This is an optimization exercise on Yosys and OpenROAD, whose aim is small area, not a production implementation.
Function was checked by simulation only, so behaviour that the tests miss may differ from the original.
Power and IR drop assume default switching activity.

$ cat flow/config.mk
export PLATFORM = sky130hd
export DESIGN_NAME = tg_rx
export DESIGN_NICKNAME = tg_rx
export VERILOG_FILES = /design/flow/design.v
export SDC_FILE = /design/flow/constraint.sdc
export NUM_CORES = 4
export LEC_CHECK = 0
export CAP_MARGIN = 20
export CORE_MARGIN = 2
export CORE_UTILIZATION = 40
export PLACE_DENSITY = 0.6
export SLEW_MARGIN = 20
$ cat flow/constraint.sdc
create_clock -name core_clock -period 10.0 [get_ports {clk}]
set_input_delay 2.0000 -clock core_clock [delete_from_list [all_inputs] [get_ports {clk}]]
set_output_delay 2.0000 -clock core_clock [all_outputs]
set_load 0.01 [all_outputs]
$ cat flow/design.v
module tg_rx (
    input             clk,
    input             rst,
    input             cfg_ok,
    input      [15:0] own_unit,
    input      [15:0] src_rel,
    input      [15:0] src_zs,
    input      [15:0] src_den,
    input      [4:0]  seq_win,
    input             ms_tick,
    input             in_valid,
    input      [7:0]  in_data,
    input             in_last,
    input             in_net,
    output reg        out_valid,
    output reg [3:0]  out_code,
    output reg [1:0]  out_stream,
    output reg        out_net,
    output reg        out_open,
    output reg        out_match,
    output reg        out_mismatch,
    output reg        out_single,
    output     [31:0] out_seq,
    output     [23:0] out_pl,
    output     [2:0]  synced,
    output     [2:0]  pair_open,
    output reg [2:0]  tmo_single
);
    localparam [3:0] C_OK     = 4'h0,
                     C_CRC    = 4'h1,
                     C_FORMAT = 4'h2,
                     C_ADDR   = 4'h3,
                     C_STREAM = 4'h4,
                     C_BEHIND = 4'h5,
                     C_AHEAD  = 4'h6,
                     C_LATE   = 4'h7;
    localparam [9:0] T_PAIR = 10'h204,    
                     T_SYNC = 10'h2B2;    
    reg [5:0]  cnt;           
    reg [31:0] crc;           
    reg        crc_ok;        
    reg        s_own, s_rel, s_zs, s_den;    
    reg        d_own, d_ff;   
    reg        fmt_ok;        
    reg        h1, h2, h3;    
    reg [31:0] fseq;          
    reg [95:0] body;          
    reg        b_eq;          
    reg [95:0] ring [0:2];    
    reg        ev_pend;       
    reg        ev_len_ok;
    reg        ev_net;
    function [31:0] crc32c_byte;
        input [31:0] c;
        input [7:0]  d;
        integer k;
        reg [31:0] r;
        begin
            r = c ^ {24'd0, d};
            for (k = 0; k < 8; k = k + 1)
                r = r[0] ? ((r >> 1) ^ 32'h82F63B78) : (r >> 1);
            crc32c_byte = r;
        end
    endfunction
    wire hi = ~cnt[0];
    reg [3:0]  mv_left;
    reg [2:0]  mv_s;
    reg        mv_copy;
    wire       mv_xfer = (mv_left != 4'd0) && mv_copy;
    wire       in_body = in_valid && cnt >= 6'd12 && cnt < 6'd24;    
    wire [7:0] top = ({8{h1}} & ring[0][95:88]) | ({8{h2}} & ring[1][95:88]) |
                     ({8{h3}} & ring[2][95:88]);
    reg [7:0] crc_b;
    always @* begin
        case (cnt[1:0])
            2'd0: crc_b = crc[31:24];
            2'd1: crc_b = crc[23:16];
            2'd2: crc_b = crc[15:8];
            default: crc_b = crc[7:0];
        endcase
    end
    always @(posedge clk) begin
        if (in_valid && cnt < 6'd28)
            crc <= crc32c_byte(crc | {32{cnt == 6'd0}}, in_data);
        if (in_valid && cnt[5:2] == 4'd7)
            crc_ok <= (crc_ok || cnt[1:0] == 2'd0) && (in_data == ~crc_b);
        if (in_valid && cnt[5:1] == 5'd0) begin
            s_own <= (s_own || hi) && (in_data == (hi ? own_unit[15:8] : own_unit[7:0]));
            s_rel <= (s_rel || hi) && (in_data == (hi ? src_rel[15:8]  : src_rel[7:0]));
            s_zs  <= (s_zs  || hi) && (in_data == (hi ? src_zs[15:8]   : src_zs[7:0]));
            s_den <= (s_den || hi) && (in_data == (hi ? src_den[15:8]  : src_den[7:0]));
        end
        if (in_valid && cnt[5:1] == 5'd1) begin
            d_own <= (d_own || hi) && (in_data == (hi ? own_unit[15:8] : own_unit[7:0]));
            d_ff  <= (d_ff  || hi) && (in_data == 8'hFF);
        end
        if (in_valid && cnt == 6'd4) begin
            h1 <= (in_data == 8'd1);
            h2 <= (in_data == 8'd2);
            h3 <= (in_data == 8'd3);
        end
        if (in_valid && cnt == 6'd5)
            fmt_ok <= (in_data == 8'h01);
        if (in_valid && cnt[5:1] == 5'd3)
            fmt_ok <= fmt_ok && (in_data == 8'h00);
        if (in_valid && cnt[5:2] == 4'd2)
            fseq <= {fseq[23:0], in_data};
        if (in_body || ev_pend || mv_xfer)
            body <= {body[87:0], in_data};
        if (in_body)
            b_eq <= (b_eq || cnt == 6'd12) && (in_data == top);
    end
    always @(posedge clk) begin
        if (rst) begin
            cnt     <= 6'd0;
            ev_pend <= 1'b0;
        end else begin
            ev_pend <= in_valid && in_last;
            if (in_valid) begin
                if (in_last)
                    cnt <= 6'd0;
                else if (cnt != 6'd32)
                    cnt <= cnt + 6'd1;
            end
        end
        ev_len_ok <= (cnt == 6'd31);
        ev_net    <= in_net;
    end
    assign out_seq = fseq;
    assign out_pl  = body[71:48];      
    reg         syn   [0:2];
    reg         have  [0:2];    
    reg         popen [0:2];
    reg         pnet  [0:2];
    reg [9:0]   tmr   [0:2];    
    reg [31:0]  sseq  [0:2];    
    reg [32:0]  img   [0:2];    
    assign synced    = {syn[2], syn[1], syn[0]};
    assign pair_open = {popen[2], popen[1], popen[0]};
    wire [32:0] cur = {d_ff, crc};
    wire [1:0] typ = {h2 | h3, h1 | h3};
    wire         c_syn   = (h1 & syn[0])   | (h2 & syn[1])   | (h3 & syn[2]);
    wire         c_popen = (h1 & popen[0]) | (h2 & popen[1]) | (h3 & popen[2]);
    wire         c_have  = (h1 & have[0])  | (h2 & have[1])  | (h3 & have[2]);
    wire         c_pnet  = (h1 & pnet[0])  | (h2 & pnet[1])  | (h3 & pnet[2]);
    wire [31:0]  c_sseq  = ({32{h1}} & sseq[0]) | ({32{h2}} & sseq[1]) | ({32{h3}} & sseq[2]);
    wire [32:0]  c_img   = ({33{h1}} & img[0]) | ({33{h2}} & img[1]) | ({33{h3}} & img[2]);
    wire len_ok = ev_len_ok;
    wire addr_ok = (d_own | d_ff) & ~s_own;
    wire str_ok = cfg_ok & ((h1 & s_rel & (src_rel != 16'd0)) |
                            (h2 & s_zs  & (src_zs  != 16'd0)) |
                            (h3 & s_den & (src_den != 16'd0)));
    wire [31:0] x    = fseq ^ c_sseq;
    wire [5:0]  lo   = {1'b0, fseq[4:0]} - {1'b0, c_sseq[4:0]};
    wire        e_hi = (x[31:5] == 27'd0);
    reg  [26:0] pc;                       
    integer j;
    always @* begin
        pc[0] = 1'b1;
        for (j = 1; j < 27; j = j + 1)
            pc[j] = pc[j-1] & c_sseq[j+4];
    end
    wire        i_hi = (x[31:5] == pc);   
    wire        zero = e_hi && (lo == 6'd0);
    wire        in_w = (lo[5] ? i_hi : e_hi) && (lo[4:0] <= seq_win);
    wire        b31  = (fseq[30:0] < c_sseq[30:0]);
    wire [31:0] d    = {x[31] ^ b31, 31'd0};
    wire        other_net = (c_pnet != ev_net);
    reg [3:0] v_code;
    reg [1:0] v_stream;
    reg       v_open, v_complete;
    always @* begin
        v_code     = C_OK;
        v_stream   = typ;
        v_open     = 1'b0;
        v_complete = 1'b0;
        if (!len_ok) begin
            v_code   = C_FORMAT;
            v_stream = 2'd0;
        end else if (!crc_ok) begin
            v_code   = C_CRC;
            v_stream = 2'd0;
        end else if (!fmt_ok) begin
            v_code = C_FORMAT;
        end else if (!addr_ok) begin
            v_code = C_ADDR;
        end else if (!str_ok) begin
            v_code = C_STREAM;
        end else if (c_syn) begin
            if (zero) begin
                if (c_popen && other_net)
                    v_complete = 1'b1;
                else
                    v_code = C_LATE;
            end else if (in_w) begin
                v_open = 1'b1;
            end else if (!d[31]) begin
                v_code = C_AHEAD;
            end else begin
                v_code = C_BEHIND;
            end
        end else begin
            if (c_popen && zero) begin
                if (other_net)
                    v_complete = 1'b1;
                else
                    v_code = C_LATE;
            end else if (!c_popen && c_have && zero) begin
                v_code = C_LATE;
            end else begin
                v_open = 1'b1;
            end
        end
    end
    wire v_match = (c_img == cur) && b_eq;
    wire ev_open     = ev_pend && v_open;
    wire ev_complete = ev_pend && v_complete;
    wire [2:0] hs = {h3, h2, h1};
    integer i;
    always @(posedge clk) begin
        if (rst) begin
            out_valid    <= 1'b0;
            out_open     <= 1'b0;
            out_match    <= 1'b0;
            out_mismatch <= 1'b0;
            out_single   <= 1'b0;
            tmo_single   <= 3'b000;
            for (i = 0; i < 3; i = i + 1) begin
                syn[i]   <= 1'b0;
                have[i]  <= 1'b0;
                popen[i] <= 1'b0;
            end
        end else begin
            out_valid    <= ev_pend;
            out_open     <= ev_open;
            out_match    <= ev_complete && v_match;
            out_mismatch <= ev_complete && !v_match;
            out_single   <= ev_open && c_popen;
            tmo_single   <= 3'b000;
            for (i = 0; i < 3; i = i + 1) begin
                if (hs[i] && ev_open) begin
                    popen[i] <= 1'b1;
                    have[i]  <= 1'b1;
                end else if (hs[i] && ev_complete) begin
                    popen[i] <= 1'b0;
                    if (v_match)
                        syn[i] <= 1'b1;
                end else if (ms_tick) begin
                    if (popen[i] && tmr[i] == T_PAIR) begin
                        popen[i]      <= 1'b0;
                        tmo_single[i] <= 1'b1;
                    end
                    if (syn[i] && tmr[i] == T_SYNC)
                        syn[i] <= 1'b0;
                end
            end
        end
    end
    always @(posedge clk) begin
        for (i = 0; i < 3; i = i + 1) begin
            if (hs[i] && (ev_open || ev_complete)) begin
                tmr[i] <= 10'd0;
                if (v_open) begin
                    pnet[i] <= ev_net;
                    sseq[i] <= fseq;
                    img[i]  <= cur;    
                end
            end else if (ms_tick && (popen[i] || syn[i])) begin
                tmr[i] <= {tmr[i][8:0], ~(tmr[i][9] ^ tmr[i][6])};
            end
        end
    end
    always @(posedge clk) begin
        out_code   <= v_code;
        out_stream <= v_stream;
        out_net    <= ev_net;
    end
    always @(posedge clk) begin
        if (rst) begin
            mv_left <= 4'd0;
        end else if (ev_open) begin
            mv_left <= 4'd11;
            mv_s    <= {h3, h2, h1};
            mv_copy <= 1'b1;
        end else if (in_valid && in_last && cnt >= 6'd12 && cnt < 6'd23) begin
            mv_left <= 4'd7 - cnt[3:0];
            mv_s    <= {h3, h2, h1};
            mv_copy <= 1'b0;
        end else if (mv_left != 4'd0) begin
            mv_left <= mv_left - 4'd1;
        end
    end
    integer r;
    always @(posedge clk) begin
        for (r = 0; r < 3; r = r + 1) begin
            if (ev_open && hs[r])
                ring[r] <= {ring[r][87:0], body[95:88]};
            else if (mv_left != 4'd0 && mv_s[r])
                ring[r] <= {ring[r][87:0], mv_copy ? body[95:88] : ring[r][95:88]};
            else if (in_body && hs[r])
                ring[r] <= {ring[r][87:0], ring[r][95:88]};
        end
    end
endmodule
$ cat flow/flow/run.sh
#!/bin/bash
# The standard layout (standard.sh, unchanged synthesis, floorplan, power grid and
# routing), with two layout knobs that ORFS reads from the environment:
#  - the port buffers are the smallest buffer cell instead of the one buffer_ports picks;
#  - clock tree: sink clusters of up to 32 flip-flops within 80 um, no dummy loads;
# make's output goes to standard.log; each ORFS step keeps its own log under orfs/logs/.
set -euo pipefail
export BUFFER_PORTS_ARGS="-buffer_cell sky130_fd_sc_hd__buf_1"
export CTS_ARGS="-sink_clustering_enable -repair_clock_nets -sink_clustering_size 32 -sink_clustering_max_diameter 80 -dont_use_dummy_load"
bash standard.sh > standard.log 2>&1
$ cat flow/standard.sh
#!/bin/bash
# synth_recipe.tcl (not shown) runs the flow's synth.tcl, then flattens the netlist and writes it again
# the make line also repeats each setting of config.mk as NAME=value (left out here)
make -C /OpenROAD-flow-scripts/flow DESIGN_CONFIG=/design/flow/config.mk WORK_HOME=/design/flow/orfs CLKGATE_MAP_FILE= SYNTH_SCRIPT=/design/flow/synth_recipe.tcl "${@:-finish}"
==> flow_metrics.tcl, run 1 <==
set metrics [dict create \
    status "complete, no violations" \
    finalCritPeriodShare_pct 66.0 \
    tritoncts "yes" \
    dp_hpwl_mm 41.3 \
    seq_area_frac_synth_pct 73.6 \
    overflow 0 \
    synth_warnings 9 \
    setup_viol 0 \
    ir_drop_uv 125 \
    hp-class "reg -> reg" \
    fmax_mhz 152 \
    hold_ws_ns 0.363 \
    track_usage_pct 16.5 \
    ant_nets 0 \
    placed_area_um2 30400 \
    routabilityCongestion 0.878 \
    antenna_found_initial 4 \
    crit_family "compound AO/OA/AOI/OAI gates" \
    cts_setup_buffers 0 \
    internal-power_w 0.00503 \
    drtPass1Iterations 8 \
    cts_hold_buf 0 \
    cts-resized-gates 0 \
    synth-seq-cells 728 \
    start_util_pct 40.4 \
    critPathArrivalTime_ns 6.91 \
    pwr-share-seq_pct 63.4 \
    drt_iter0_drc 1759 \
    netSwitchingFraction_pct 25.6 \
    path_class "reg -> reg" \
    clock_path_buffers 3 \
    maxCapViolCount 0 \
    reg2reg_slack_ns 3.40 \
    syn_area_um2 28800 \
    power_leakage_nw 10.2 \
    synthDistinctLibCells 78 \
    cts_sinks 728 \
    worst_path_max_delay_cell "a211oi_4" \
    clkPwrFrac_pct 21.9 \
    critPathCaptureType "flip-flop" \
    rsz0062_at_grt "false" \
    die_h_um 272 \
    synthToLayoutAreaGrowth_pct 8.65 \
    final_cell_area_um2 31300 \
    worstReg2RegEnd "ring[2][7]" \
    crit_path_start_kind "flip-flop" \
    numPortBuffers 159 \
    clk_pin_slew_worst_paths_ns 0.10 \
    finalMaxSlewViolations 0 \
    p_per_area_nw_per_um2 216 \
    synth_top_flop_cell "edfxtp_1" \
    reg2reg_from "h2" \
    synth_edf_count 662 \
    p_sw_w 0.00173 \
    relSlewSlack_pct 28.6 \
    grt_max_degree 97 \
    num_vias 15600 \
    syn_inst 1780 \
    drive_above_1_share_pct 5.89 \
    max_stage_delay_ns 0.87 \
    clock_latency_ns 0.59 \
    r2r_cells 13 \
    grt_pass1_wl_mm 93.6 \
    final_nets 2032 \
    hold_viol 0 \
    fillers 6358 \
    crit_cells 13 \
    wirelength_mm 61.9 \
    min_path_cells 0 \
    die_area_um2 74200 \
    cp_max_fo 66 \
    crit_path_end "ring[2][7]" \
    grt_pass1_vias 15400 \
    period_needed_ns 6.60 \
    antenna_cells 0 \
    fp-row-count 98 \
    synthArstFlopShare_pct 0 \
    cp_num_buf_inv 2 \
    syn_area_per_cell_um2 16.2 \
    core-area_um2 71400 \
    dp_cells 2815 \
    die_w_um 272 \
    crit_chain "buf_4, a222oi_1, ha_1, xor2_1, nor2_1, or4b_1, a222oi_1, nand4_1, or3_4, a211oi_4, buf_4, a31o_1, mux2_1" \
    fin_cells 2852 \
    drcViolationCount 0 \
    skew_ns 0.0766 \
    critPathRequiredTime_ns 10.31 \
    cts_buffers 34 \
    combPwrFrac_pct 14.8 \
    worst_slew_pin_slew_ns 1.07 \
    layout.area.seq_um2 21200 \
    multi_input_area_um2 7000 \
    viasPerCell 5.46 \
    htreeDepth 2 \
    wl_per_cell_um 21.7 \
    crit_start "h2" \
    setup_tns_ns 0 \
    pin_count 161 \
    cts-root-buf "clkbuf_16" \
]
## worst min-delay path by stage
| stage | start | end |
|---|---|---|
| 6_report | ring[2][58] | ring[2][66] |
| 5_1_grt | ring[2][58] | ring[2][66] |
| 4_1_cts | ring[2][58] | ring[2][66] |
| 3_5_place_dp | body[6] | body[14] |
| 3_3_place_gp | ring[0][12] | ring[0][20] |
| 2_1_floorplan | ev_net | out_net |
## layout by cell type (no fill, tap or decap), types with 5 or more instances in the layout
cell	Yosys	routed
mux2i_1	57	57
nor2b_1	7	7
or3_1	6	6
nand4_1	18	18
mux2_1	8	8
o21ai_0	26	26
o21a_1	6	6
nor2_1	116	114
nand3_1	24	24
xnor2_1	141	141
o211ai_1	10	10
buf_1	10	159
and2_1	7	7
inv_1	39	39
buf_4	37	26
edfxtp_1	662	662
nor4_1	46	45
dfxtp_1	66	65
xor2_1	55	55
clkbuf_16	0	34
nand2_1	52	51
ha_1	43	43
a41oi_1	5	5
a21o_1	16	16
a222oi_1	85	85
mux2_4	16	16
nor3_1	19	19
nor3b_1	10	10
a21oi_1	38	38
nand2b_1	8	8
## per-stage QoR
stage / power (W) / setup WS, ns / utilization, %
after global routing: 0.00706 / 3.05 / 43.9
after floorplan: 0.00500 / 1.92 / -
after CTS: 0.00682 / 3.45 / 43.7
final: 0.00677 / 3.40 / 43.9
after detailed placement: 0.00534 / 3.50 / 42.6
after global placement: 0.00530 / 3.62 / 42.5
## flip-flops by register name, summed over array words and instances (netlist names), 4 cells and up
name and cells:
crc 32, ring 288, fseq 32, tmr 30, mv_left 4, img 99
cnt 6, body 96, sseq 96
## synthesized netlist by cell type, types with 38 or more instances
master    count  share of area, %
nor2_1      116               1.5
clkbuf_1     52              0.68
inv_1        39              0.51
a21oi_1      38              0.66
mux2i_1      57               2.0
nand2_1      52              0.68
a222oi_1     85               3.0
edfxtp_1    662                69
xor2_1       55               1.7
ha_1         43               1.9
xnor2_1     141               4.3
dfxtp_1      66               4.6
nor4_1       46               1.0
## layout make-up
class	instances	share of cell area, %
clock buffer	34	2.72
timing repair buffer	191	2.91
sequential	728	67.7
multi-input combinational	909	22.4
inverter	40	0.480
tap	950	3.80
## metal layers
metal  track usage (%)  part of all wire, %
met2              25.8                   46
met3              2.36                  5.6
met1              23.0                   45
met5                 0                    0
met4              6.88                  3.9
## power groups by stage
| stage | Combinational, W | Clock (W) | Sequential [W] |
|---|---|---|---|
| CTS | 0.000978 | 0.00154 | 0.00430 |
| global route | 0.00109 | 0.00163 | 0.00434 |
| global placement | 0.000958 | 0 | 0.00434 |
| floorplan | 0.000775 | 0 | 0.00423 |
| finish | 0.00100 | 0.00148 | 0.00429 |
| detailed placement | 0.000974 | 0 | 0.00436 |
## cells by family after synthesis
logic type | after synthesis | synth area share (%)
AOI/OAI and AO/OA | 234 | 6.50
DFF | 728 | 73.6
adders and majority gates | 44 | 1.94
muxes | 83 | 3.21
buffers and inverters | 143 | 2.36
xor gates and xnor gates | 197 | 6.02
other | 1 | 0.0130
and+or+nand+nor | 350 | 6.37
==> inputs of run 2 (changes only) <==
--- a/flow/design.v
+++ b/flow/design.v
@@ -46,2 +46,3 @@
     reg [31:0] fseq;          
+    reg        sq_e, sq_i, sq_q, sq_l, sq_x;
     reg [95:0] body;          
@@ -81,2 +82,20 @@
     end
+    reg [31:0]  sseq  [0:2];    
+    wire [31:0]  c_sseq  = ({32{h1}} & sseq[0]) | ({32{h2}} & sseq[1]) | ({32{h3}} & sseq[2]);
+    reg [7:0] s_b;
+    always @* begin
+        case (cnt[1:0])
+            2'd0: s_b = c_sseq[31:24];
+            2'd1: s_b = c_sseq[23:16];
+            2'd2: s_b = c_sseq[15:8];
+            default: s_b = c_sseq[7:0];
+        endcase
+    end
+    wire [7:0] b_dif  = in_data - s_b;
+    wire       b_eq7  = (in_data[6:0] == s_b[6:0]);
+    wire       b_eq8  = b_eq7 && (in_data[7] == s_b[7]);
+    wire       b_lt7  = (in_data[6:0] < s_b[6:0]);
+    wire       b_lt8  = (in_data < s_b);
+    wire       b_one  = (in_data == s_b + 8'd1) && (s_b != 8'hFF);
+    wire       b_wrap = (in_data == 8'h00) && (s_b == 8'hFF);
     always @(posedge clk) begin
@@ -107,2 +126,21 @@
             fseq <= {fseq[23:0], in_data};
+        if (in_valid && cnt[5:2] == 4'd2) begin
+            if (cnt[1:0] == 2'd0) begin
+                sq_e <= b_eq8;
+                sq_i <= b_one || b_wrap;
+                sq_q <= b_eq7;
+                sq_l <= b_lt7;
+                sq_x <= in_data[7] ^ s_b[7];
+            end else if (cnt[1:0] != 2'd3) begin
+                sq_e <= sq_e && b_eq8;
+                sq_i <= (sq_e && b_one) || (sq_i && b_wrap);
+                sq_q <= sq_q && b_eq8;
+                sq_l <= sq_l || (sq_q && b_lt8);
+            end else begin
+                sq_e <= sq_e && b_eq8;
+                sq_i <= ((sq_e && !b_lt8) || (sq_i && b_lt8)) &&
+                        (b_dif[7:5] == 3'd0) && (b_dif[4:0] != 5'd0) && (b_dif[4:0] <= seq_win);
+                sq_l <= sq_x ^ (sq_l || (sq_q && b_lt8));
+            end
+        end
         if (in_body || ev_pend || mv_xfer)
@@ -135,3 +173,2 @@
     reg [9:0]   tmr   [0:2];    
-    reg [31:0]  sseq  [0:2];    
     reg [32:0]  img   [0:2];    
@@ -145,3 +182,2 @@
     wire         c_pnet  = (h1 & pnet[0])  | (h2 & pnet[1])  | (h3 & pnet[2]);
-    wire [31:0]  c_sseq  = ({32{h1}} & sseq[0]) | ({32{h2}} & sseq[1]) | ({32{h3}} & sseq[2]);
     wire [32:0]  c_img   = ({33{h1}} & img[0]) | ({33{h2}} & img[1]) | ({33{h3}} & img[2]);
@@ -152,17 +188,5 @@
                             (h3 & s_den & (src_den != 16'd0)));
-    wire [31:0] x    = fseq ^ c_sseq;
-    wire [5:0]  lo   = {1'b0, fseq[4:0]} - {1'b0, c_sseq[4:0]};
-    wire        e_hi = (x[31:5] == 27'd0);
-    reg  [26:0] pc;                       
-    integer j;
-    always @* begin
-        pc[0] = 1'b1;
-        for (j = 1; j < 27; j = j + 1)
-            pc[j] = pc[j-1] & c_sseq[j+4];
-    end
-    wire        i_hi = (x[31:5] == pc);   
-    wire        zero = e_hi && (lo == 6'd0);
-    wire        in_w = (lo[5] ? i_hi : e_hi) && (lo[4:0] <= seq_win);
-    wire        b31  = (fseq[30:0] < c_sseq[30:0]);
-    wire [31:0] d    = {x[31] ^ b31, 31'd0};
+    wire        zero = sq_e;
+    wire        in_w = sq_i;
+    wire [31:0] d    = {sq_l, 31'd0};
     wire        other_net = (c_pnet != ev_net);
--- a/flow/flow/run.sh
+++ b/flow/flow/run.sh
@@ -8,3 +8,3 @@
 export BUFFER_PORTS_ARGS="-buffer_cell sky130_fd_sc_hd__buf_1"
-export CTS_ARGS="-sink_clustering_enable -repair_clock_nets -sink_clustering_size 32 -sink_clustering_max_diameter 80 -dont_use_dummy_load"
+export CTS_ARGS="-sink_clustering_enable -repair_clock_nets -buf_list sky130_fd_sc_hd__clkbuf_8 -sink_clustering_size 20 -sink_clustering_max_diameter 60 -dont_use_dummy_load"
 bash standard.sh > standard.log 2>&1
==> flow_metrics.tcl, run 2 <==
set metrics [dict create \
    die_w_um 270 \
    num_vias 14900 \
    worstReg2RegEnd "sq_i" \
    hp-class "reg -> reg" \
    maxCapViolCount 0 \
    yosysTopAreaCellShare_pct 70.9 \
    clk_pin_slew_worst_paths_ns 0.11 \
    r2r_cells 17 \
    crit_start "src_den[8]" \
    syn_inst 1713 \
    clock_path_buffers 3 \
    worst_slew_pin_slew_ns 1.06 \
    rsz0062_at_grt "false" \
    synth_xor_area_share_pct 6.67 \
    cts_hold_buf 0 \
    synthSimpleGateAreaFrac_pct 5.56 \
    power_leakage_nw 9.79 \
    drcViolationCount 0 \
    syn_area_per_cell_um2 16.5 \
    core-area_um2 70000 \
    combPwrFrac_pct 15.6 \
    p_sw_w 0.00180 \
    synth_top_flop_cell "edfxtp_1" \
    routabilityCongestion 0.843 \
    ant_nets 0 \
    die_area_um2 72800 \
    relSlewSlack_pct 29.5 \
    synth_common_cells "edfxtp_1 (667), xnor2_1 (126), nor2_1 (113)" \
    cp_max_fo 68 \
    synth.most_common_cell "edfxtp_1" \
    grt_pass1_vias 14700 \
    cts_sinks 733 \
    reg.largest.list "ring (288), img (99)" \
    final_nets 1957 \
    cts-resized-gates 0 \
    crit_path_start_kind "input pin" \
    synth_warnings 9 \
    netSwitchingFraction_pct 26.4 \
    reg2reg_from "cnt[0]" \
    synthMuxAreaShare_pct 3.09 \
    min_from "body[4]" \
    crit_chain "buf_1, nor4_1, a41oi_1, a311oi_1, nand2b_1, or3_1, or2_2, inv_1, nand2_1, inv_2, buf_4, o21ai_0, o21ai_0, nor2b_1" \
    die_h_um 270 \
    cpMostUsedCell "o21ai_0" \
    cts-root-buf "clkbuf_8" \
    setup_tns_ns 0 \
    grt_max_degree 97 \
    final_cell_area_um2 30600 \
    critPathRequiredTime_ns 10.50 \
    finalCritPeriodShare_pct 50.7 \
    track_usage_pct 16.2 \
    cts_setup_buffers 0 \
    path_class "in -> reg" \
    setup_viol 0 \
    critPathCaptureType "flip-flop" \
    fillers 6152 \
    synthArstFlopShare_pct 0 \
    wl_per_cell_um 21.7 \
    internal-power_w 0.00502 \
    largest_reg_flops 288 \
    final_cell_mix "edfxtp_1 (667), buf_1 (157), xnor2_1 (126)" \
    synth_area_leaders "edfxtp_1 (71%), dfxtp_1 (4.7%), xnor2_1 (3.9%)" \
    ir_drop_uv 107 \
    reg2reg_slack_ns 5.12 \
    drtPass1Iterations 8 \
    tritoncts "yes" \
    numPortBuffers 159 \
    overflow 0 \
    skew_ns 0.149 \
    synthToLayoutAreaGrowth_pct 8.11 \
    seq_area_frac_synth_pct 75.5 \
    report.power.total_w 0.00682 \
    final_common_cell "edfxtp_1" \
    pin_count 161 \
    max_stage_delay_ns 0.81 \
    synthDistinctLibCells 65 \
    start_util_pct 40.4 \
    htreeDepth 2 \
    cts_buffers 48 \
    top_register "ring" \
    synthAdderAreaFrac_pct 0.876 \
    syn_area_um2 28300 \
    synth_largest_area_cell "edfxtp_1" \
    pwr-share-seq_pct 65.6 \
    fp-row-count 97 \
    drive_above_1_share_pct 7.61 \
    synth_edf_count 667 \
    viasPerCell 5.34 \
    worst_path_max_delay_cell "nor4_1" \
    critPathArrivalTime_ns 5.57 \
    fmax_mhz 197 \
    min_path_cells 0 \
    p_per_area_nw_per_um2 223 \
    dp_hpwl_mm 39.5 \
    synth_compound_area_share_pct 6.03 \
    wirelength_mm 60.7 \
    drt_iter0_drc 1411 \
    period_needed_ns 5.07 \
    hold_viol 0 \
    antenna_found_initial 2 \
    clock_latency_ns 0.71 \
    status "complete, no violations" \
    synth_top_family_by_area "XOR/XNOR gates" \
    placed_area_um2 29800 \
    finalMaxSlewViolations 0 \
    synth-seq-cells 733 \
    clkPwrFrac_pct 18.8 \
    grt_pass1_wl_mm 90.0 \
    min_to "body[12]" \
]
## run 2: final cells by class
type | instances | area (um2) | area share [%]
multi-input combinational | 846 | 6330 | 20.7
timing repair buffer | 191 | 900 | 2.94
clock buffer | 48 | 661 | 2.16
sequential | 733 | 21400 | 69.9
antenna | 4 | 10.0 | 0.0328
inverter | 34 | 128 | 0.418
tap | 940 | 1180 | 3.85
## run 2: power groups by stage
stage,registers [W],logic [W],clock network [W]
floorplan,0.00440,0.000859,0
global placement,0.00453,0.00102,0
detailed placement,0.00455,0.00104,0
CTS,0.00449,0.00105,0.00134
global route,0.00453,0.00116,0.00144
finish,0.00447,0.00106,0.00128
## run 2: cell families after synthesis
group,Yosys count
mux,84
fa+ha+maj,20
flops,733
xor+xnor,196
buf+inv,134
other cells,1
simple gates,318
compound gates,227
## run 2: layer usage
layer / vias to the layer above / track usage [%] / wire, um
met5: - / 0 / 8
met4: 2 / 5.64 / 1960
met3: 111 / 3.23 / 3990
met2: 490 / 26.2 / 28600
met1: 7496 / 21.9 / 26100
li1: 6822 / - / -
## run 2: worst max-delay path, delay by kind of cell
family | cells | cell delay, ns
and+or+nand+nor | 6 | 1.70
AOI/OAI and AO/OA | 4 | 1.18
buffers and inverters | 4 | 0.67
## run 2: stage by stage
step	setup WS, ns	hold WS [ns]	std cells	utilization, %
finish	4.93	0.344	2796	43.6
global route	4.54	0.346	2794	43.6
CTS	4.98	0.340	2789	43.5
detailed placement	4.34	0.405	2741	42.6
global placement	4.56	0.400	2741	42.6
floorplan	3.72	0.379	1713	-
## run 2: worst max path at each step
stage / cells past startpoint / end
3_5_place_dp: 14 / syn[1]
4_1_cts: 14 / syn[1]
6_report: 14 / syn[1]
5_1_grt: 14 / syn[1]
2_1_floorplan: 3 / sq_q
3_3_place_gp: 14 / syn[1]
==> inputs of run 3 (changes only) <==
--- a/flow/flow/run.sh
+++ b/flow/flow/run.sh
@@ -8,3 +8,3 @@
 export BUFFER_PORTS_ARGS="-buffer_cell sky130_fd_sc_hd__buf_1"
-export CTS_ARGS="-sink_clustering_enable -repair_clock_nets -buf_list sky130_fd_sc_hd__clkbuf_8 -sink_clustering_size 20 -sink_clustering_max_diameter 60 -dont_use_dummy_load"
+export CTS_ARGS="-sink_clustering_enable -repair_clock_nets -sink_clustering_size 40 -sink_clustering_max_diameter 70 -dont_use_dummy_load"
 bash standard.sh > standard.log 2>&1
==> flow_metrics.tcl, run 3 <==
set metrics [dict create \
    status "complete, no violations" \
    final_cell_mix "edfxtp_1 (667), buf_1 (157), xnor2_1 (126)" \
    synth-seq-cells 733 \
    cts_sinks 733 \
    synth_area_leaders "edfxtp_1 (71%), dfxtp_1 (4.7%), xnor2_1 (3.9%)" \
    setup_tns_ns 0 \
    ir_drop_uv 131 \
    overflow 0 \
    clkPwrFrac_pct 21.9 \
    drcViolationCount 0 \
    cts_setup_buffers 0 \
    cts_buffers 38 \
    start_util_pct 40.4 \
    pin_count 161 \
    min_to "body[20]" \
    cts_hold_buf 0 \
    reg2reg_slack_ns 5.12 \
    yosysTopAreaCellShare_pct 70.9 \
    seq_area_frac_synth_pct 75.5 \
    pwr-share-seq_pct 63.1 \
    ant_nets 0 \
    wl_per_cell_um 21.7 \
    synth_edf_count 667 \
    critPathCaptureType "flip-flop" \
    power_leakage_nw 9.91 \
    maxCapViolCount 0 \
    setup_ws_ns 4.82 \
    clock_latency_ns 0.60 \
    cp_max_fo 68 \
    drtPass1Iterations 7 \
    largest_reg_flops 288 \
    hp-class "reg -> reg" \
    final_common_cell "edfxtp_1" \
    final_nets 1947 \
    fillers 6114 \
    fmax_mhz 193 \
    syn_area_per_cell_um2 16.5 \
    synth_top_flop_cell "edfxtp_1" \
    track_usage_pct 16.2 \
    drt_iter0_drc 1343 \
    die_h_um 270 \
    synthToLayoutAreaGrowth_pct 9.10 \
    wirelength_mm 60.3 \
    finalMaxSlewViolations 0 \
    min_from "body[12]" \
    core-area_um2 70000 \
    p_per_area_nw_per_um2 230 \
    pre_cts_ws_ns 4.34 \
    num_vias 14900 \
    grt-busiest-layer "met2" \
    grt_pass1_vias 14600 \
    fp-row-count 97 \
    routabilityCongestion 0.843 \
    synth_warnings 9 \
    cts-root-buf "clkbuf_16" \
    relSlewSlack_pct 30.0 \
    synthDistinctLibCells 65 \
    clock_path_buffers 3 \
    cts-resized-gates 0 \
    worstReg2RegEnd "sq_i" \
    grt_max_degree 97 \
    netSwitchingFraction_pct 25.6 \
    synthArstFlopShare_pct 0 \
    r2r_cells 17 \
    dp_hpwl_mm 39.5 \
    min_path_cells 0 \
    antenna_cells 0 \
    synth_common_cells "edfxtp_1 (667), xnor2_1 (126), nor2_1 (113)" \
    die_w_um 270 \
    die_area_um2 72800 \
    top_register "ring" \
    numPortBuffers 159 \
    period_needed_ns 5.18 \
    grt_pass1_wl_mm 89.9 \
    finalCritPeriodShare_pct 51.8 \
    syn_inst 1713 \
    worst_slew_pin_slew_ns 1.04 \
    reg2reg_from "cnt[0]" \
    setup_viol 0 \
    met3_usage_pct 3.07 \
    rsz0062_at_grt "false" \
    met1_usage_pct 21.9 \
    critPathRequiredTime_ns 10.43 \
    skew_ns 0.107 \
    combPwrFrac_pct 15.0 \
    hold_viol 0 \
    path_class "in -> reg" \
    tritoncts "yes" \
    clk_pin_slew_worst_paths_ns 0.09 \
    crit_path_start_kind "input pin" \
    p_sw_w 0.00181 \
    drive_above_1_share_pct 7.11 \
    reg.largest.list "ring (288), img (99)" \
    viasPerCell 5.37 \
    internal-power_w 0.00527 \
    synth_largest_area_cell "edfxtp_1" \
    use_met2_pct 26.4 \
    synth.most_common_cell "edfxtp_1" \
    antenna_found_initial 0 \
    syn_area_um2 28300 \
    critPathArrivalTime_ns 5.61 \
    htreeDepth 2 \
]
==> run 3: cell types whose count changed in the layout (fill, tap and decap cells not counted) <==
cell / before / now
clkbuf_8: 48 / 0
clkbuf_16: 0 / 38
diode_2: 4 / 0
==> run 3: how the worst max path moves through the flow <==
stage / startpoint / endpoint / slack (ns) / depth (start not counted)
floorplan: in_valid / sq_q / 3.72 / 3
global placement: src_den[8] / syn[1] / 4.56 / 14
detailed placement: src_den[1] / syn[1] / 4.34 / 14
CTS: src_den[8] / syn[1] / 4.90 / 14
global route: src_den[8] / syn[1] / 4.46 / 14
finish: src_den[8] / syn[1] / 4.82 / 14
==> run 3: final cells by class <==
cell class / instances / area, um2 / share of cell area (%)
sequential: 733 / 21400 / 69.2
multi-input combinational: 846 / 6330 / 20.5
tap: 940 / 1180 / 3.81
clock buffer: 38 / 951 / 3.08
timing repair buffer: 191 / 900 / 2.92
inverter: 34 / 128 / 0.414
==> run 3: per-stage QoR <==
stage	power (W)	instances	util, %	cell area [um2]	hold slack, ns
after floorplan	0.00526	1713	-	28300	0.379
final	0.00709	2782	44.0	30800	0.374
after global routing	0.00740	2782	44.0	30800	0.380
after CTS	0.00714	2779	43.9	30800	0.372
after global placement	0.00555	2741	42.6	29800	0.400
after detailed placement	0.00560	2741	42.6	29800	0.405
==> run 3: worst max-delay path, stage by stage <==
cell and delay (ns):
buf_1 0.10, nor4_1 0.88, a41oi_1 0.34, a311oi_1 0.45
nand2b_1 0.23, or3_1 0.16, or2_2 0.21, inv_1 0.13
nand2_1 0.16, inv_2 0.04, buf_4 0.39, o21ai_0 0.27
o21ai_0 0.11, nor2b_1 0.14
==> run 3: kinds of logic after synthesis <==
kind of cell / after synthesis / share of synthesized area [%]
buffers and inverters: 134 / 2.23
DFF: 733 / 75.5
xor gates and xnor gates: 196 / 6.67
adders and majority gates: 20 / 0.876
AOI/OAI and AO/OA: 227 / 6.03
and+or+nand+nor: 318 / 5.56
other: 1 / 0.0133
muxes: 84 / 3.09
==> run 3: power groups by stage <==
stage               combinational, W  sequential (W)  clock, W
floorplan                   0.000859         0.00440         0
global placement             0.00102         0.00453         0
detailed placement           0.00104         0.00455         0
CTS                          0.00105         0.00449   0.00161
global route                 0.00116         0.00453   0.00170
finish                       0.00106         0.00447   0.00155
==> run 3: metal layers <==
layer  vias to the layer above  part of all wire, %
met5                         -                    0
met4                         0                  3.0
met3                       100                  6.3
met2                       486                   47
met1                      7538                   43
li1                       6813                    -
==> inputs of run 4 (changes only) <==
--- a/flow/flow/run.sh
+++ b/flow/flow/run.sh
@@ -8,3 +8,3 @@
 export BUFFER_PORTS_ARGS="-buffer_cell sky130_fd_sc_hd__buf_1"
-export CTS_ARGS="-sink_clustering_enable -repair_clock_nets -sink_clustering_size 40 -sink_clustering_max_diameter 70 -dont_use_dummy_load"
+export CTS_ARGS="-sink_clustering_enable -repair_clock_nets -buf_list sky130_fd_sc_hd__clkbuf_4 -sink_clustering_size 10 -sink_clustering_max_diameter 40 -dont_use_dummy_load"
 bash standard.sh > standard.log 2>&1
==> flow_metrics.tcl, run 4 <==
set metrics [dict create \
    rsz0062_at_grt "false" \
    worst_slew_pin_slew_ns 1.04 \
    crit_chain "buf_1, nor4_1, a41oi_1, a311oi_1, nand2b_1, or3_1, or2_2, inv_1, nand2_1, inv_2, buf_4, o21ai_0, o21ai_0, nor2b_1" \
    cts_hold_buf 0 \
    synthToLayoutAreaGrowth_pct 8.58 \
    cts_setup_buffers 0 \
    fmax_mhz 201 \
    met1_usage_pct 21.9 \
    synth-seq-cells 733 \
    critPathArrivalTime_ns 5.66 \
    syn_area_um2 28300 \
    hp-class "reg -> reg" \
    report.power.total_w 0.00692 \
    ir_drop_uv 92.6 \
    power_leakage_nw 9.93 \
    setup_viol 0 \
    hold_viol 0 \
    synth_largest_area_cell "edfxtp_1" \
    grt-busiest-layer "met2" \
    ant_nets 0 \
    synth_top_flop_cell "edfxtp_1" \
    use_met2_pct 26.3 \
    critPathRequiredTime_ns 10.69 \
    syn_inst 1713 \
    wirelength_mm 61.4 \
    relSlewSlack_pct 30.8 \
    core-area_um2 70000 \
    fin_cells 2853 \
    synth_area_leaders "edfxtp_1 (71%), dfxtp_1 (4.7%), xnor2_1 (3.9%)" \
    p_per_area_nw_per_um2 226 \
    finalCritPeriodShare_pct 49.7 \
    fp-row-count 97 \
    cts-root-buf "clkbuf_4" \
    final_common_cell "edfxtp_1" \
    numPortBuffers 159 \
    synthDistinctLibCells 65 \
    die_w_um 270 \
    cts-resized-gates 0 \
    num_vias 15300 \
    reg.largest.list "ring (288), img (99)" \
    status "complete, no violations" \
    skew_ns 0.154 \
    grt_pass1_vias 15200 \
    finalMaxSlewViolations 0 \
    max_stage_delay_ns 0.85 \
    die_area_um2 72800 \
    synth_common_cells "edfxtp_1 (667), xnor2_1 (126), nor2_1 (113)" \
    grt_pass1_wl_mm 91.7 \
    clock_path_buffers 3 \
    start_util_pct 40.4 \
    dp_hpwl_mm 39.5 \
    drtPass1Iterations 6 \
    grt_max_degree 97 \
    drive_above_1_share_pct 10.4 \
    routabilityCongestion 0.843 \
    maxCapViolCount 0 \
    met3_usage_pct 3.73 \
    crit_path_start_kind "input pin" \
    final_util_pct 43.8 \
    layout.area.seq_um2 21400 \
    final_cell_mix "edfxtp_1 (667), buf_1 (157), xnor2_1 (126)" \
    path_class "in -> reg" \
    pin_count 161 \
    cp_max_fo 68 \
    antenna_found_initial 1 \
    htreeDepth 3 \
    die_h_um 270 \
    cpMostUsedCell "o21ai_0" \
    dp_cells 2741 \
    synthArstFlopShare_pct 0 \
    clk_pin_slew_worst_paths_ns 0.11 \
    synth_edf_count 667 \
    wl_per_cell_um 21.5 \
    cts_buffers 106 \
    period_needed_ns 4.97 \
    track_usage_pct 16.6 \
    tritoncts "yes" \
    syn_area_per_cell_um2 16.5 \
    synth_warnings 9 \
    seq_area_frac_synth_pct 75.5 \
    worst_path_max_delay_cell "nor4_1" \
    overflow 0 \
    cts_sinks 733 \
    drt_iter0_drc 1343 \
    clock_latency_ns 0.89 \
    yosysTopAreaCellShare_pct 70.9 \
    multi_input_area_um2 6330 \
    drcViolationCount 0 \
    top_register "ring" \
    viasPerCell 5.36 \
    largest_reg_flops 288 \
    setup_tns_ns 0 \
    synth.most_common_cell "edfxtp_1" \
    critPathCaptureType "flip-flop" \
    fillers 6192 \
    final_nets 2015 \
]
run 4: changes by cell type in the layout (fill, tap and decap cells not counted), sizes merged:
| cell | previous run | this run |
|---|---|---|
| diode | 0 | 3 |
| clkbuf | 40 | 108 |
run 4: final cells by class:
class                   instances  share of cell area [%]
multi-input cells             846                    20.6
clock buffers                 106                    2.59
inverters                      34                   0.416
flip-flops and latches        733                    69.6
diodes                          3                  0.0245
repair buffers                191                    2.93
well taps                     940                    3.83
run 4: through the flow:
stage | hold slack (ns) | worst slack, ns | area (um2)
global placement | 0.400 | 4.56 | 29800
detailed placement | 0.405 | 4.34 | 29800
finish | 0.337 | 5.03 | 30700
global route | 0.347 | 4.66 | 30700
floorplan | 0.379 | 3.72 | 28300
CTS | 0.343 | 5.18 | 30600
run 4: cell families (layout without fill, tap and decap cells):
| family | count (synthesis) | count (layout) | synth area share, % |
|---|---|---|---|
| AO/OA/AOI/OAI | 227 | 227 | 6.03 |
| XOR/XNOR | 196 | 196 | 6.67 |
| adder cells (fa/ha/maj) | 20 | 20 | 0.876 |
| buffers and inverters | 134 | 331 | 2.23 |
| flip-flops | 733 | 733 | 75.5 |
| multiplexers | 84 | 84 | 3.09 |
| other | 1 | 4 | 0.0133 |
| AND/OR/NAND/NOR | 318 | 318 | 5.56 |
run 4: worst max-delay path: cells and delay by family:
kind / cells / cell delay (ns)
AO/OA/AOI/OAI: 4 / 1.21
buffers and inverters: 4 / 0.69
AND/OR/NAND/NOR: 6 / 1.75
run 4: report_power, final:
part | leakage, nW | internal [W] | total [W] | switching, W
Combinational | 2.71 | 0.000436 | 0.00106 | 0.000627
Clock | 0.488 | 0.000482 | 0.00139 | 0.000904
Sequential | 6.73 | 0.00416 | 0.00447 | 0.000318
run 4: final timing paths:
kind | endpoint | startpoint | depth (start not counted) | slack [ns]
setup / recovery | syn[1] | src_den[8] | 14 | 5.03
hold / removal | ring[0][55] | ring[0][47] | 0 | 0.34
setup reg to reg | sq_i | cnt[0] | 17 | 5.08
hold reg to reg | ring[0][55] | ring[0][47] | 0 | 0.34
run 4: routing by layer:
layer  up-vias  wire length, um
met4         0             2000
met2       573            28800
li1       6977                -
met5         -                0
met1      7605            26300
met3       123             4300
==> inputs of run 5 (changes only) <==
--- a/flow/flow/run.sh
+++ b/flow/flow/run.sh
@@ -8,3 +8,3 @@
 export BUFFER_PORTS_ARGS="-buffer_cell sky130_fd_sc_hd__buf_1"
-export CTS_ARGS="-sink_clustering_enable -repair_clock_nets -buf_list sky130_fd_sc_hd__clkbuf_4 -sink_clustering_size 10 -sink_clustering_max_diameter 40 -dont_use_dummy_load"
+export CTS_ARGS="-sink_clustering_enable -repair_clock_nets -buf_list sky130_fd_sc_hd__clkbuf_8 -sink_clustering_size 18 -sink_clustering_max_diameter 50 -dont_use_dummy_load"
 bash standard.sh > standard.log 2>&1
==> flow_metrics.tcl, run 5 <==
set metrics [dict create \
    critPathRequiredTime_ns 10.49 \
    routabilityCongestion 0.843 \
    core-area_um2 70000 \
    cts_setup_buffers 0 \
    die_h_um 270 \
    reg.largest.list "ring (288), img (99)" \
    synth_area_leaders "edfxtp_1 (71%), dfxtp_1 (4.7%), xnor2_1 (3.9%)" \
    hp-class "reg -> reg" \
    cts_sinks 733 \
    wl_per_cell_um 21.8 \
    synth.most_common_cell "edfxtp_1" \
    drt_iter0_drc 1304 \
    num_vias 15100 \
    relSlewSlack_pct 28.8 \
    hold_viol 0 \
    tritoncts "yes" \
    critPathArrivalTime_ns 5.66 \
    synthSimpleGateAreaFrac_pct 5.56 \
    path_class "in -> reg" \
    syn_inst 1713 \
    die_w_um 270 \
    synthAdderAreaFrac_pct 0.876 \
    grt_pass1_vias 14900 \
    reg2reg_from "cnt[0]" \
    final_cell_mix "edfxtp_1 (667), buf_1 (157), xnor2_1 (126)" \
    setup_tns_ns 0 \
    min_from "ring[1][4]" \
    syn_area_um2 28300 \
    finalMaxSlewViolations 0 \
    worst_path_max_delay_cell "nor4_1" \
    cpMostUsedCell "o21ai_0" \
    final_nets 1980 \
    dp_hpwl_mm 39.5 \
    largest_reg_flops 288 \
    setup_ws_ns 4.83 \
    crit_start "src_den[8]" \
    antenna_found_initial 1 \
    synth-seq-cells 733 \
    pin_count 161 \
    grt_max_degree 97 \
    cts_buffers 71 \
    grt_pass1_wl_mm 91.3 \
    final_common_cell "edfxtp_1" \
    synthMuxAreaShare_pct 3.09 \
    synth_common_cells "edfxtp_1 (667), xnor2_1 (126), nor2_1 (113)" \
    hold_ws_ns 0.361 \
    drive_above_1_share_pct 8.75 \
    overflow 0 \
    cp_max_fo 68 \
    die_area_um2 72800 \
    synth_compound_area_share_pct 6.03 \
    cts_hold_buf 0 \
    setup_viol 0 \
    drcViolationCount 0 \
    power_leakage_nw 9.95 \
    drtPass1Iterations 9 \
    track_usage_pct 16.5 \
    p_per_area_nw_per_um2 230 \
    clk_pin_slew_worst_paths_ns 0.09 \
    yosysTopAreaCellShare_pct 70.9 \
    pre_cts_ws_ns 4.34 \
    fillers 6121 \
    wirelength_mm 61.4 \
    rsz0062_at_grt "false" \
    viasPerCell 5.38 \
    final_util_pct 44.1 \
    fmax_mhz 194 \
    htreeDepth 3 \
    period_needed_ns 5.17 \
    synth_warnings 9 \
    ir_drop_uv 122 \
    clock_path_buffers 3 \
    synth_top_family_by_area "XOR/XNOR gates" \
    crit_path_start_kind "input pin" \
    synth_top_flop_cell "edfxtp_1" \
    synth_largest_area_cell "edfxtp_1" \
    syn_area_per_cell_um2 16.5 \
    critPathCaptureType "flip-flop" \
    top_register "ring" \
    max_stage_delay_ns 0.90 \
    synth_edf_count 667 \
    synthArstFlopShare_pct 0 \
    finalCritPeriodShare_pct 51.7 \
    fp-row-count 97 \
    start_util_pct 40.4 \
    crit_chain "buf_1, nor4_1, a41oi_1, a311oi_1, nand2b_1, or3_1, or2_2, inv_1, nand2_1, inv_2, buf_4, o21ai_0, o21ai_0, nor2b_1" \
    cts-root-buf "clkbuf_8" \
    synthDistinctLibCells 65 \
    clock_latency_ns 0.70 \
    synth_xor_area_share_pct 6.67 \
    seq_area_frac_synth_pct 75.5 \
    ant_nets 0 \
    skew_ns 0.127 \
    numPortBuffers 159 \
    status "complete, no violations" \
    synthToLayoutAreaGrowth_pct 9.19 \
    maxCapViolCount 0 \
    worst_slew_pin_slew_ns 1.06 \
    cts-resized-gates 0 \
]
-- run 5: cell counts after synthesis --
No cell type changed its count.
-- run 5: path summary, 6_finish.rpt --
path,cells past startpoint,slack (ns),end
hold / removal,0,0.36,ring[1][12]
hold reg to reg,0,0.36,ring[1][12]
setup reg to reg,17,5.11,sq_i
setup / recovery,14,4.83,syn[1]
-- run 5: cell families (layout without fill, tap and decap cells) --
kind of cell / Yosys count / count (layout)
multiplexers: 84 / 84
buffers and inverters: 134 / 296
flip-flops: 733 / 733
AND/OR/NAND/NOR: 318 / 318
XOR/XNOR: 196 / 196
adder cells (fa/ha/maj): 20 / 20
other: 1 / 3
AO/OA/AOI/OAI: 227 / 227
-- run 5: through the flow --
step / instances / total power (W) / cell area (um2)
2_1_floorplan: 1713 / 0.00526 / 28300
3_3_place_gp: 2741 / 0.00555 / 29800
3_5_place_dp: 2741 / 0.00560 / 29800
4_1_cts: 2812 / 0.00715 / 30800
5_1_grt: 2816 / 0.00741 / 30900
6_report: 2817 / 0.00708 / 30900
-- run 5: report_power, final --
| part | switching (W) | internal, W | leakage, nW | total (W) |
|---|---|---|---|---|
| logic | 0.000626 | 0.000434 | 2.71 | 0.00106 |
| clock network | 0.000910 | 0.000633 | 0.510 | 0.00154 |
| registers | 0.000322 | 0.00416 | 6.73 | 0.00448 |
-- run 5: final cells by class --
| cell class | instances | area [um2] | share of cell area [%] |
|---|---|---|---|
| inverter | 34 | 128 | 0.414 |
| tap | 940 | 1180 | 3.81 |
| multi-input combinational | 846 | 6330 | 20.5 |
| timing repair buffer | 191 | 892 | 2.89 |
| clock buffer | 71 | 977 | 3.17 |
| sequential | 733 | 21400 | 69.2 |
| antenna | 2 | 5.00 | 0.0162 |
-- run 5: metal layers --
metal	GRT usage [%]	routed length, um	vias up
li1	-	-	6866
met1	22.1	26200	7615
met2	26.5	29100	562
met3	3.51	4270	106
met4	6.27	1770	0
met5	0	0	-
-- run 5: critical path, delay by kind of cell --
kind | cells | cell delay (ns)
and+or+nand+nor | 6 | 1.79
AOI/OAI and AO/OA | 4 | 1.20
buffers and inverters | 4 | 0.67
==> inputs of run 6 (changes only) <==
--- a/flow/flow/run.sh
+++ b/flow/flow/run.sh
@@ -8,3 +8,4 @@
 export BUFFER_PORTS_ARGS="-buffer_cell sky130_fd_sc_hd__buf_1"
-export CTS_ARGS="-sink_clustering_enable -repair_clock_nets -buf_list sky130_fd_sc_hd__clkbuf_8 -sink_clustering_size 18 -sink_clustering_max_diameter 50 -dont_use_dummy_load"
+export CTS_ARGS="-sink_clustering_enable -repair_clock_nets -sink_clustering_size 32 -sink_clustering_max_diameter 80 -dont_use_dummy_load"
+export REMOVE_ABC_BUFFERS=1
 bash standard.sh > standard.log 2>&1
==> flow_metrics.tcl, run 6 <==
set metrics [dict create \
    synth_area_leaders "edfxtp_1 (71%), dfxtp_1 (4.7%), xnor2_1 (3.9%)" \
    synthArstFlopShare_pct 0 \
    reg2reg_from "cnt[0]" \
    top_register "ring" \
    synth_edf_count 667 \
    syn_inst 1713 \
    numPortBuffers 159 \
    setup_tns_ns 0 \
    clk_pin_slew_worst_paths_ns 0.10 \
    viasPerCell 5.36 \
    cp_num_buf_inv 3 \
    critPathArrivalTime_ns 5.63 \
    finalCritPeriodShare_pct 53.1 \
    routabilityCongestion 0.843 \
    yosysTopAreaCellShare_pct 70.9 \
    skew_ns 0.0875 \
    r2r_cells 18 \
    htreeDepth 2 \
    grt_pass1_wl_mm 90.4 \
    power_leakage_nw 9.89 \
    core-area_um2 70000 \
    clock_path_buffers 3 \
    dp_hpwl_mm 39.0 \
    final_common_cell "edfxtp_1" \
    clock_latency_ns 0.59 \
    path_class "reg -> reg" \
    synth_top_family_by_area "XOR/XNOR gates" \
    maxCapViolCount 0 \
    worst_slew_pin_slew_ns 1.06 \
    synth_top_flop_cell "edfxtp_1" \
    min_to "body[37]" \
    fillers 6142 \
    synth_compound_area_share_pct 6.03 \
    relSlewSlack_pct 29.5 \
    cts-root-buf "clkbuf_16" \
    overflow 0 \
    tritoncts "yes" \
    cts_hold_buf 0 \
    min_from "body[29]" \
    track_usage_pct 16.2 \
    ant_nets 0 \
    max_stage_delay_ns 0.57 \
    num_vias 14900 \
    worst_path_max_delay_cell "buf_4" \
    period_needed_ns 5.31 \
    cts_sinks 733 \
    layout.area.seq_um2 21400 \
    synth.most_common_cell "edfxtp_1" \
    largest_reg_flops 288 \
    start_util_pct 40.4 \
    synthDistinctLibCells 65 \
    wirelength_mm 60.7 \
    synth-seq-cells 733 \
    grt_pass1_vias 14500 \
    reg.largest.list "ring (288), img (99)" \
    syn_area_um2 28300 \
    fmax_mhz 188 \
    synthAdderAreaFrac_pct 0.876 \
    antenna_found_initial 2 \
    pin_count 161 \
    fin_cells 2782 \
    p_per_area_nw_per_um2 229 \
    crit_chain "buf_4, inv_1, ha_1, inv_1, o221ai_1, o21ai_0, xor2_1, ha_1, a41oi_1, o21ai_0, a31oi_1, xnor2_1, ha_1, and3_1, a31oi_1, nor4_1, o211ai_1, nand3_1" \
    cp_max_fo 49 \
    setup_viol 0 \
    critPathRequiredTime_ns 10.32 \
    die_area_um2 72800 \
    dp_cells 2742 \
    hold_viol 0 \
    rsz0062_at_grt "false" \
    status "complete, no violations" \
    multi_input_area_um2 6330 \
    worstReg2RegEnd "sq_i" \
    synthToLayoutAreaGrowth_pct 8.94 \
    syn_area_per_cell_um2 16.5 \
    hp-class "reg -> reg" \
    min_path_cells 0 \
    ir_drop_uv 132 \
    drcViolationCount 0 \
    seq_area_frac_synth_pct 75.5 \
    grt_max_degree 97 \
    synthMuxAreaShare_pct 3.09 \
    cts_setup_buffers 0 \
    wl_per_cell_um 21.8 \
    drive_above_1_share_pct 6.95 \
    synth_xor_area_share_pct 6.67 \
    synth_warnings 9 \
    critPathCaptureType "flip-flop" \
    cts_buffers 36 \
    die_w_um 270 \
    crit_family "compound AO/OA/AOI/OAI gates" \
    die_h_um 270 \
    drtPass1Iterations 6 \
    drt_iter0_drc 1583 \
    final_nets 1946 \
    crit_cells 18 \
    crit_path_start_kind "flip-flop" \
    synth_largest_area_cell "edfxtp_1" \
    final_cell_mix "edfxtp_1 (667), buf_1 (158), xnor2_1 (126)" \
    synth_common_cells "edfxtp_1 (667), xnor2_1 (126), nor2_1 (113)" \
    reg2reg_slack_ns 4.69 \
    synthSimpleGateAreaFrac_pct 5.56 \
    cpMostUsedCell "ha_1" \
    cts-resized-gates 0 \
    fp-row-count 97 \
    finalMaxSlewViolations 0 \
]
==> run 6: cell types whose count changed in the layout (fill, tap and decap cells not counted), sizes merged <==
cell / delta
buf: +2
clkbuf: -36
diode: -1
==> run 6: worst max-delay path by stage <==
stage | end | from | slack [ns]
after global routing | sq_i | cnt[0] | 4.45
final | sq_i | cnt[0] | 4.69
after detailed placement | syn[1] | src_den[8] | 4.32
after global placement | syn[1] | src_den[8] | 4.40
after floorplan | sq_q | in_valid | 3.72
after CTS | sq_i | cnt[0] | 4.71
==> run 6: per-layer routing <==
metal	up-vias	track usage, %	share of wire (%)
met1	7556	21.9	43
met4	2	5.41	3.0
met5	-	0	0.025
met3	83	2.22	5.6
met2	469	27.2	49
li1	6807	-	-
==> run 6: per-stage QoR <==
| step | setup slack, ns | total power [W] | hold WS (ns) | area [um2] | util (%) |
|---|---|---|---|---|---|
| 2_1_floorplan | 3.72 | 0.00521 | 0.379 | 27800 | - |
| 3_3_place_gp | 4.40 | 0.00556 | 0.400 | 29800 | 42.6 |
| 3_5_place_dp | 4.32 | 0.00560 | 0.405 | 29800 | 42.6 |
| 4_1_cts | 4.71 | 0.00713 | 0.374 | 30700 | 43.8 |
| 5_1_grt | 4.45 | 0.00738 | 0.377 | 30800 | 44.0 |
| 6_report | 4.69 | 0.00706 | 0.375 | 30800 | 44.0 |
==> run 6: power by group <==
part	internal, W	total (W)	switching [W]
clock network	0.000647	0.00152	0.000874
registers	0.00415	0.00448	0.000323
logic	0.000435	0.00107	0.000630
==> run 6: area by class of cell <==
| cell class | instances | area share [%] |
|---|---|---|
| inverter | 34 | 0.414 |
| antenna | 1 | 0.00813 |
| clock buffer | 36 | 2.93 |
| multi-input combinational | 846 | 20.5 |
| timing repair buffer | 192 | 2.94 |
| tap | 940 | 3.82 |
| sequential | 733 | 69.3 |
==> run 6: worst reg2reg max path: cells and delay by family (launching register included) <==
| kind | cells | cell delay [ns] |
|---|---|---|
| AOI/OAI and AO/OA | 7 | 1.82 |
| xor gates and xnor gates | 2 | 0.38 |
| adders and majority gates | 3 | 0.99 |
| buffers and inverters | 3 | 1.20 |
| DFF | 1 | 0.32 |
| and+or+nand+nor | 3 | 0.36 |
==> run 6: kinds of logic (layout without fill, tap and decap cells) <==
logic type,after synthesis,in the layout
AOI/OAI and AO/OA,227,227
buffers and inverters,134,262
xor gates and xnor gates,196,196
and+or+nand+nor,318,318
other,1,2
DFF,733,733
muxes,84,84
adders and majority gates,20,20
==> inputs of run 7 (changes only) <==
--- a/flow/flow/run.sh
+++ b/flow/flow/run.sh
@@ -9,3 +9,2 @@
 export CTS_ARGS="-sink_clustering_enable -repair_clock_nets -sink_clustering_size 32 -sink_clustering_max_diameter 80 -dont_use_dummy_load"
-export REMOVE_ABC_BUFFERS=1
 bash standard.sh > standard.log 2>&1
==> flow_metrics.tcl, run 7 <==
set metrics [dict create \
    fp-row-count 97 \
    die_area_um2 72800 \
    wl_per_cell_um 21.7 \
    p_per_area_nw_per_um2 229 \
    synth_common_cells "edfxtp_1 (667), xnor2_1 (126), nor2_1 (113)" \
    p_sw_w 0.00181 \
    overflow 0 \
    tritoncts "yes" \
    syn_area_um2 28300 \
    worst_slew_pin_slew_ns 1.04 \
    placed_area_um2 29800 \
    numPortBuffers 159 \
    final_common_cell "edfxtp_1" \
    drive_above_1_share_pct 6.96 \
    synth_edf_count 667 \
    syn_area_per_cell_um2 16.5 \
    critPathRequiredTime_ns 10.43 \
    grt_pass1_wl_mm 89.9 \
    finalCritPeriodShare_pct 51.9 \
    pin_count 161 \
    core-area_um2 70000 \
    hold_ws_ns 0.373 \
    yosysTopAreaCellShare_pct 70.9 \
    setup_viol 0 \
    fmax_mhz 193 \
    clk_pin_slew_worst_paths_ns 0.11 \
    setup_ws_ns 4.81 \
    grt_pass1_vias 14600 \
    synth_top_flop_cell "edfxtp_1" \
    path_class "in -> reg" \
    clkPwrFrac_pct 21.3 \
    htreeDepth 2 \
    rsz0062_at_grt "false" \
    final_nets 1944 \
    wirelength_mm 60.4 \
    cp_num_buf_inv 4 \
    combPwrFrac_pct 15.1 \
    crit_cells 14 \
    min_path_cells 0 \
    num_vias 14900 \
    status "complete, no violations" \
    cts-root-buf "clkbuf_16" \
    synth_warnings 9 \
    track_usage_pct 16.2 \
    final_cell_mix "edfxtp_1 (667), buf_1 (157), xnor2_1 (126)" \
    synth.most_common_cell "edfxtp_1" \
    ir_drop_uv 106 \
    skew_ns 0.108 \
    reg.largest.list "ring (288), img (99)" \
    synthDistinctLibCells 65 \
    antenna_found_initial 0 \
    cpMostUsedCell "o21ai_0" \
    setup_tns_ns 0 \
    critPathArrivalTime_ns 5.62 \
    fin_cells 2780 \
    top_register "ring" \
    clock_path_buffers 3 \
    die_h_um 270 \
    clock_latency_ns 0.59 \
    synth_area_leaders "edfxtp_1 (71%), dfxtp_1 (4.7%), xnor2_1 (3.9%)" \
    period_needed_ns 5.19 \
    dp_cells 2741 \
    reg2reg_slack_ns 5.13 \
    largest_reg_flops 288 \
    max_stage_delay_ns 0.85 \
    pre_cts_ws_ns 4.34 \
    crit_family "simple AND/OR/NAND/NOR gates" \
    synth_largest_area_cell "edfxtp_1" \
    relSlewSlack_pct 30.7 \
    synthToLayoutAreaGrowth_pct 8.84 \
    ant_nets 0 \
    cts_setup_buffers 0 \
    netSwitchingFraction_pct 25.8 \
    synthArstFlopShare_pct 0 \
    dp_hpwl_mm 39.5 \
    drtPass1Iterations 9 \
    die_w_um 270 \
    seq_area_frac_synth_pct 75.5 \
    hp-class "reg -> reg" \
    cp_max_fo 68 \
    grt_max_degree 97 \
    internal-power_w 0.00522 \
    crit_path_start_kind "input pin" \
    syn_inst 1713 \
    routabilityCongestion 0.843 \
    worst_path_max_delay_cell "nor4_1" \
    crit_chain "buf_1, nor4_1, a41oi_1, a311oi_1, nand2b_1, or3_1, or2_2, inv_1, nand2_1, inv_2, buf_4, o21ai_0, o21ai_0, nor2b_1" \
    drt_iter0_drc 1435 \
    synth-seq-cells 733 \
    finalMaxSlewViolations 0 \
    maxCapViolCount 0 \
    start_util_pct 40.4 \
    cts_buffers 35 \
    pwr-share-seq_pct 63.6 \
    power_leakage_nw 9.87 \
    r2r_cells 17 \
    cts_sinks 733 \
    cts-resized-gates 0 \
    cts_hold_buf 0 \
    drcViolationCount 0 \
    critPathCaptureType "flip-flop" \
    final_cell_area_um2 30800 \
    hold_viol 0 \
    viasPerCell 5.37 \
]
[run 7: cell counts after synthesis]
Identical to the previous run, type by type.
[run 7: layer usage]
layer  track usage, %  vias up  part of all wire, %  wire [um]
li1                 -     6808                    -          -
met1             22.0     7533                   43      26000
met2             26.3      483                   48      28700
met3             2.88       97                  6.1       3670
met4             5.58        0                  3.2       1940
met5                0        -                    0          0
[run 7: through the flow]
| stage | utilization (%) | power (W) |
|---|---|---|
| 2_1_floorplan | - | 0.00526 |
| 3_3_place_gp | 42.6 | 0.00555 |
| 3_5_place_dp | 42.6 | 0.00560 |
| 4_1_cts | 43.8 | 0.00709 |
| 5_1_grt | 43.9 | 0.00734 |
| 6_report | 43.9 | 0.00703 |
[run 7: worst reg2reg max path: stages (launching register included)]
cell,delay [ns]
dfxtp_2,0.66
inv_1,0.20
ha_1,0.42
inv_1,0.41
o221ai_1,0.22
o21ai_0,0.48
xor2_1,0.19
ha_1,0.24
a41oi_1,0.17
o21ai_0,0.20
a31oi_1,0.33
xnor2_1,0.19
ha_1,0.29
and3_1,0.19
a31oi_1,0.16
nor4_1,0.07
o211ai_1,0.10
nand3_1,0.09
[run 7: power groups by stage]
stage	combinational [W]	sequential, W	clock [W]
after floorplan	0.000859	0.00440	0
after global placement	0.00102	0.00453	0
after detailed placement	0.00104	0.00455	0
after CTS	0.00105	0.00449	0.00155
after global routing	0.00116	0.00453	0.00164
final	0.00106	0.00447	0.00150
[run 7: cell type report]
class,instances,area [um2]
fillers,6128,39300
flip-flops and latches,733,21400
multi-input cells,846,6330
well taps,940,1180
repair buffers,191,900
clock buffers,35,876
inverters,34,128
diodes,1,2.50
[run 7: logic make-up after synthesis]
family | Yosys count | share of synthesized area [%]
simple gates | 318 | 5.56
other cells | 1 | 0.0133
fa+ha+maj | 20 | 0.876
buf+inv | 134 | 2.23
flops | 733 | 75.5
compound gates | 227 | 6.03
mux | 84 | 3.09
xor+xnor | 196 | 6.67
[run 7: path summary, 6_finish.rpt]
kind / startpoint / endpoint
hold / removal: body[31] / body[39]
hold reg to reg: body[31] / body[39]
setup / recovery: src_den[8] / syn[1]
setup reg to reg: cnt[0] / sq_i

static timing again, ports no longer ideal:
The results above use ideal ports. As a check the final layouts listed here were re-extracted and re-timed, cells and wires unchanged. Step 1 sets driving cells, clkbuf_16 on the clock port and buf_2 on the other inputs (assumed; they add their load-dependent delay and slew). Step 2 times the ports against the registers' clock, not the clock port: input delays grow and output delays shrink by t, the midpoint of the rising clock arrivals with the driver on. Slacks: ideal ports / drivers / drivers and shift; pairs: ideal ports / drivers.
run | t (ns) | setup slack, ns | worst register clock-pin slew, ns
run 1 | 0.619 | 3.401 / 3.401 / 3.401 | 0.12 / 0.12
run 2 | 0.690 | 4.931 / 4.968 / 4.278 | 0.12 / 0.12
run 3 | 0.617 | 4.819 / 4.857 / 4.240 | 0.12 / 0.12
run 4 | 0.882 | 5.026 / 5.062 / 4.180 | 0.11 / 0.11
run 5 | 0.696 | 4.832 / 4.870 / 4.175 | 0.11 / 0.11
run 6 | 0.617 | 4.690 / 4.690 / 4.284 | 0.12 / 0.12
run 7 | 0.600 | 4.808 / 4.848 / 4.248 | 0.12 / 0.12
After both steps every run listed still meets setup and hold. The setup slack of run 4, which loses most, moves by +0.036 ns with the drivers and by -0.846 ns with both steps.
